What follows belongs to an exercise in optimizing a design on an open flow for small area, a short achievable clock period and few clock cycles per item; a production flow would make more cautious choices.
Function was checked by simulation only, so behaviour that the tests miss may differ from the original.
Power and IR drop assume default switching activity.

--- run.sh ---
#!/bin/bash
# synth_recipe.tcl (not shown) runs the flow's synth.tcl, then flattens the netlist and writes it again
# the make line also repeats each setting of config.mk as NAME=value (left out here)
make -C /OpenROAD-flow-scripts/flow DESIGN_CONFIG=/design/flow/config.mk WORK_HOME=/design/flow/orfs CLKGATE_MAP_FILE= SYNTH_SCRIPT=/design/flow/synth_recipe.tcl finish
--- config.mk ---
export PLATFORM = sky130hd
export DESIGN_NAME = symcode_decoder
export DESIGN_NICKNAME = symcode_decoder
export VERILOG_FILES = /design/flow/design.v
export SDC_FILE = /design/flow/constraint.sdc
export NUM_CORES = 4
export LEC_CHECK = 0
export CAP_MARGIN = 20
export CORE_MARGIN = 2
export CORE_UTILIZATION = 40
export SETUP_SLACK_MARGIN = 0.4
export SLEW_MARGIN = 20
--- constraint.sdc ---
create_clock -name core_clock -period 10.0 [get_ports {clk}]
set_input_delay 2.0000 -clock core_clock [delete_from_list [all_inputs] [get_ports {clk}]]
set_output_delay 2.0000 -clock core_clock [all_outputs]
set_load 0.01 [all_outputs]
--- design.v ---
module symcode_cw_decoder (
    input  wire [31:0] syn,        
    output wire [35:0] fix,        
    output wire [7:0]  s0,
    output wire [1:0]  status      
);
    function [7:0] gf_mul;
        input [7:0] a;
        input [7:0] b;
        reg   [7:0] acc;
        reg   [7:0] x;
        integer     i;
        begin
            acc = 8'h00;
            x   = a;
            for (i = 0; i < 8; i = i + 1) begin
                if (b[i])
                    acc = acc ^ x;
                x = x[7] ? ({x[6:0], 1'b0} ^ 8'h1D) : {x[6:0], 1'b0};
            end
            gf_mul = acc;
        end
    endfunction
    function [7:0] alpha_pow;
        input integer n;
        reg   [7:0] x;
        integer     i;
        begin
            x = 8'h01;
            for (i = 0; i < n; i = i + 1)
                x = x[7] ? ({x[6:0], 1'b0} ^ 8'h1D) : {x[6:0], 1'b0};
            alpha_pow = x;
        end
    endfunction
    wire [7:0] s1 = syn[15:8];
    wire [7:0] s2 = syn[23:16];
    wire [7:0] s3 = syn[31:24];
    assign s0 = syn[7:0];
    wire [35:0] match;
    genvar p;
    generate
        for (p = 0; p < 36; p = p + 1) begin : g_match
            localparam [7:0] AP = alpha_pow(p);
            assign match[p] = (gf_mul(s0, AP) == s1) &&
                              (gf_mul(s1, AP) == s2) &&
                              (gf_mul(s2, AP) == s3);
        end
    endgenerate
    wire nz    = (s0 != 8'h00);
    wire clean = !nz && (s1 == 8'h00) && (s2 == 8'h00) && (s3 == 8'h00);
    wire corr  = nz && (match != 36'd0);
    assign fix    = nz ? match : 36'd0;
    assign status = clean ? 2'b00 : (corr ? 2'b01 : 2'b10);
endmodule
module symcode_decoder (
    input  wire        clk,
    input  wire        rst,
    input  wire        in_valid,
    output wire        in_ready,
    input  wire [71:0] in_beat,
    output wire        out_valid,
    input  wire        out_ready,
    output wire [63:0] out_data,
    output wire [3:0]  out_status
);
    function [7:0] gf_mul;
        input [7:0] a;
        input [7:0] b;
        reg   [7:0] acc;
        reg   [7:0] x;
        integer     i;
        begin
            acc = 8'h00;
            x   = a;
            for (i = 0; i < 8; i = i + 1) begin
                if (b[i])
                    acc = acc ^ x;
                x = x[7] ? ({x[6:0], 1'b0} ^ 8'h1D) : {x[6:0], 1'b0};
            end
            gf_mul = acc;
        end
    endfunction
    function [7:0] alpha_pow;
        input integer n;
        reg   [7:0] x;
        integer     i;
        begin
            x = 8'h01;
            for (i = 0; i < n; i = i + 1)
                x = x[7] ? ({x[6:0], 1'b0} ^ 8'h1D) : {x[6:0], 1'b0};
            alpha_pow = x;
        end
    endfunction
    reg [63:0] buf_q [0:7];
    reg [2:0]  in_idx, out_idx;
    reg        busy;                     
    reg [31:0] acc_d [0:1];              
    reg [31:0] acc_c [0:1];              
    reg [31:0] syn_q [0:1];              
    wire in_c    = in_idx[0];
    wire in_last = (in_idx == 3'd7);
    wire first_g = (in_idx[2:1] == 2'd0);
    wire [31:0] beat_d;
    wire [31:0] nxt_d, nxt_c;
    wire [31:0] fin0, fin1;
    genvar i, l;
    generate
        for (i = 0; i < 4; i = i + 1) begin : g_i
            wire [7:0] t [0:7];
            for (l = 0; l < 8; l = l + 1) begin : g_l
                localparam [7:0] AP = alpha_pow(i * (7 - l));
                assign t[l] = gf_mul(in_beat[8*l +: 8], AP);
            end
            assign beat_d[8*i +: 8] = t[0] ^ t[1] ^ t[2] ^ t[3] ^ t[4] ^ t[5] ^ t[6] ^ t[7];
            localparam [7:0] A8 = alpha_pow(8 * i);
            localparam [7:0] A1 = alpha_pow(i);
            localparam [7:0] A4 = alpha_pow(4 * i);
            assign nxt_d[8*i +: 8] = (first_g ? 8'h00 : gf_mul(acc_d[in_c][8*i +: 8], A8)) ^ beat_d[8*i +: 8];
            assign nxt_c[8*i +: 8] = (first_g ? 8'h00 : gf_mul(acc_c[in_c][8*i +: 8], A1)) ^ in_beat[71:64];
            assign fin0[8*i +: 8]  = gf_mul(acc_d[0][8*i +: 8], A4) ^ acc_c[0][8*i +: 8];
            assign fin1[8*i +: 8]  = gf_mul(nxt_d[8*i +: 8], A4) ^ nxt_c[8*i +: 8];
        end
    endgenerate
    wire [35:0] fix0, fix1;
    wire [7:0]  e0, e1;
    wire [1:0]  st0, st1;
    symcode_cw_decoder u_d0 (.syn(syn_q[0]), .fix(fix0), .s0(e0), .status(st0));
    symcode_cw_decoder u_d1 (.syn(syn_q[1]), .fix(fix1), .s0(e1), .status(st1));
    wire        out_c = out_idx[0];
    wire [1:0]  out_g = out_idx[2:1];
    wire [35:0] fix   = out_c ? fix1 : fix0;
    wire [7:0]  e     = out_c ? e1 : e0;
    wire [63:0] mask;
    generate
        for (l = 0; l < 8; l = l + 1) begin : g_mask
            assign mask[8*l +: 8] = fix[35 - l - 8 * out_g] ? e : 8'h00;
        end
    endgenerate
    assign out_valid  = busy;
    assign out_data   = buf_q[out_idx] ^ mask;
    assign out_status = {st1, st0};
    wire out_fire = busy && out_ready;
    assign in_ready = !busy;
    wire in_fire = in_valid && !busy;
    always @(posedge clk) begin
        if (in_fire)
            buf_q[in_idx] <= in_beat[63:0];
        if (in_fire) begin
            acc_d[in_c] <= nxt_d;
            acc_c[in_c] <= nxt_c;
        end
        if (in_fire && in_last) begin
            syn_q[0] <= fin0;
            syn_q[1] <= fin1;
        end
        if (rst) begin
            in_idx  <= 3'd0;
            out_idx <= 3'd0;
            busy    <= 1'b0;
        end else begin
            if (in_fire)
                in_idx <= in_idx + 3'd1;
            if (in_fire && in_last) begin
                busy    <= 1'b1;
                out_idx <= 3'd0;
            end else if (out_fire) begin
                out_idx <= out_idx + 3'd1;
                if (out_idx == 3'd7)
                    busy <= 1'b0;
            end
        end
    end
endmodule
==> run_results.csv <==
group,metric,value,unit
status,run_status,"complete, no violations",
synth,synth-async-reset-ratio,0,
synth,ys_types,92,
sta,final-hold-violation-count,0,
grt,grt_busiest_layer,"met2",
routing,viasPerCell,6.33,
grt,use_met3,0.160,
grt,grt_use_met1,0.570,
finish,fillers,15300,
critical_path,crit_buf_inv,2,
routing,wl,368000,um
die,row_count,149,
critical_path,cp.required,8.00,ns
clocking,htreeDepth,3,
critical_path,cp.arrival,7.00,ns
finish,syn2layout_area_growth,12.1,%
die,die-area,169000,um^2
die,chipWidth,411,um
sta,finClkSkew,0.0275,ns
grt,grt_overflow,0,
sta,drv_slew,0,
critical_path,crit_slowest_cell,"edfxtp_1",
finish,drive_above_1_share,0.135,
critical_path,max_stage_delay,0.96,ns
synth,ys.flop_type,"edfxtp_1",
die,design.core.area,165000,um^2
sta,fin_setup_tns,0,ns
placed_design,place.gp.congestion,1.13,
die,ios,146,
finish,multi_input_comb_area,43200,um^2
power_and_ir_drop,peakVddDrop,0.520,mV
routing,ant_nets,0,
grt,grt_use_met2,0.598,
clocking,cts.repair.resized,0,
synth,yosysSeqAreaShare,0.323,
placed_design,io_buffers,145,
grt,grt_start_max_net_pins,70,
finish,final-seq-area,21400,um^2
critical_path,crit_chain,"inv_1 -> ha_1 -> xnor2_1 -> nand4_1 -> nor4b_2 -> nand4_1 -> or4_1 -> o2111a_1 -> nor3_2 -> a41oi_2 -> nor2_1 -> xnor2_1 -> clkdlybuf4s50_1",
worst_hold_path,hold_path.class,"reg -> reg",
critical_path,cp-start-kind,"register",
synth,syn_inst,5950,
critical_path,critical-path-top-delay-family,"simple AND/OR/NAND/NOR gates",
grt,antenna_found_initial,30,
grt,grt_pass1_vias,49500,
sta,fmax,111,MHz
sta,grt_setup_unrepaired,"false",
synth,ys_warn_count,4,
routing,drc,0,
clocking,cts_tree,"built",
clocking,clk_latency,0.62,ns
die,start_util,0.402,
grt,track_usage,0.426,
die,die_h,411,um
routing,vias,53000,
clocking,clkTransAtPathRegs,0.06,ns
synth,syn_area,66200,um^2
clocking,cts_hold_buf,0,
clocking,cts.sinks,715,
sta,finalSetupViolCount,0,
sta,period_minus_slack,9.00,ns
clocking,post-cts-setup-buffers,0,
clocking,cts_buffer_depth,3,
critical_path,cp-end-kind,"output port",
clocking,cts_buffers,68,
grt,grt_first_pass_wirelength,480000,um
job,drv_cap,0,
critical_path,critPathKind,"reg -> out",
routing,drt_first_pass_iters,8,
finish,final_nets,6220,
sta,setup_ws,1.00,ns
synth,syn_nets,6051,
clocking,cts-root-buf,"clkbuf_16",
synth,ys_seq_elements,715,
power_and_ir_drop,power.density,152,nW/um^2
critical_path,r2r_setup_slack,5.57,ns
synth,avgSynthCellArea,11.1,um^2
placed_design,dp_slack,1.91,ns
sta,slew_headroom,0.105,
placed_design,dp_hpwl,283000,um
critical_path,path_max_fanout,11,
sta,worst_pin_slew,1.34,ns
sta,fin_crit_sh,0.900,
power_and_ir_drop,p_leak,25.1,nW
routing,initialDrtViolationCount,9057,
routing,avgRoutedWirePerCell,43.9,um
synth,synth-edff-count,704,
-- report_power, final --
| group | internal [mW] | total [mW] | switching, mW |
|---|---|---|---|
| Combinational | 1.74 | 4.64 | 2.90 |
| Clock | 1.49 | 2.63 | 1.14 |
| Sequential | 3.85 | 3.99 | 0.138 |
| Total | 7.09 | 11.3 | 4.17 |
-- logic make-up after synthesis --
group,Yosys count,share of synthesized area
XOR/XNOR,2699,0.414
adder cells (fa/ha/maj),25,0.00472
buffers and inverters,474,0.0375
multiplexers,306,0.0710
flip-flops,715,0.323
AO/OA/AOI/OAI,346,0.0394
AND/OR/NAND/NOR,1385,0.111
-- placed cells by master, fill, tap and decap left out, types with 30 or more instances in the layout --
master,instances
nor3_1,162
a21oi_1,44
or4_1,34
o22ai_1,30
buf_4,351
and2_1,35
mux4_2,130
nor2_1,228
nand3_1,180
nor4_1,94
inv_1,37
nand4_1,137
xnor3_1,172
o21ai_0,30
clkdlybuf4s50_1,145
mux2i_1,165
xor2_1,632
xnor2_2,93
xor3_1,32
nand2b_1,33
or3_1,109
nand2_1,194
clkbuf_16,69
xnor2_1,1710
and3_1,81
edfxtp_1,704
-- cells in the mapped netlist, drive strengths merged, types with 44 or more instances --
master | count | area share
a21oi | 44 | 0.0033
and3 | 81 | 0.0077
buf | 299 | 0.028
clkbuf | 119 | 0.0067
edfxtp | 704 | 0.32
inv | 45 | 0.0026
mux2i | 168 | 0.025
mux4 | 130 | 0.044
nand2 | 194 | 0.011
nand3 | 180 | 0.014
nand4 | 137 | 0.013
nor2 | 237 | 0.013
nor3 | 163 | 0.012
nor4 | 106 | 0.010
or3 | 109 | 0.010
xnor2 | 1828 | 0.25
xnor3 | 174 | 0.059
xor2 | 663 | 0.091
-- final timing paths --
path	startpoint	endpoint	cells after the start
setup / recovery	syn_q[0][22]	out_data[20]	13
hold / removal	in_idx[0]	in_idx[0]	2
setup reg to reg	register	syn_q[1][18]	9
hold reg to reg	in_idx[0]	in_idx[0]	2
-- per-layer routing --
metal / routed length (um) / vias up
met4: 23600 / 32
met5: 202 / -
li1: - / 21300
met2: 148000 / 3826
met3: 48400 / 844
met1: 147000 / 27000
-- final cells by class --
class	instances	share of cell area
Antenna cell	11	0.000371
Clock buffer	81	0.0240
Clock inverter	38	0.00588
Inverter	56	0.00283
Multi-Input combinational cell	4761	0.582
Sequential cell	715	0.288
Tap cell	2189	0.0369
Timing Repair Buffer	517	0.0603
-- per-stage QoR --
step	cell area (um^2)	power [mW]	utilization	cells	hold slack, ns
after floorplan	66200	6.91	-	5950	0.490
after global placement	71700	8.71	0.436	8233	0.546
after detailed placement	71900	8.73	0.437	8237	0.549
after CTS	74100	11.3	0.450	8356	0.560
after global routing	74200	11.6	0.451	8357	0.585
final	74200	11.3	0.451	8368	0.563
-- worst reg2reg max path: stages (launching register included) --
cell and delay (ns):
dfxtp_4 0.67, buf_4 0.71, mux2_2 0.47, xnor2_1 0.31, xor2_1 0.20, nor2_1 0.07, xnor2_1 0.57, xor2_1 0.16
xnor2_1 0.20, xnor2_1 0.75
-- flip-flops by register name, indices dropped and copies added, names as in the netlist, named ones only --
register	count
acc_c	64
acc_d	64
buf_q	512
busy	1
in_idx	3
out_idx	3
syn_q	64
Testbench counts, summed over its fixed seeds: cycles 25,600, bursts 1,600.

==> port drivers added, routing unchanged <==
The flow's constraints put no driver on any port. The routed layout listed below was extracted and timed again, unchanged, in two steps.
Step 1, drivers: a clkbuf_16 drives clk and a buf_2 each remaining input, both assumed.
Step 2 times the ports against the registers' clock, not the clock port: input delays grow and output delays shrink by t, the midpoint of the rising clock arrivals with the driver on.
Three values: ideal, step 1, step 2; two values: the first two.
shift t [ns]: 0.674
setup slack, ns: 1.005 / 0.942 / 1.616
hold WS [ns]: 0.563 / 0.563 / 0.563
worst register clock-pin slew, ns: 0.08 / 0.08
worst data-port slew with drivers (ns): 0.13
After both steps this run still meets setup and hold. The setup slack of this run moves by -0.063 ns with the drivers and by +0.611 ns with both steps.
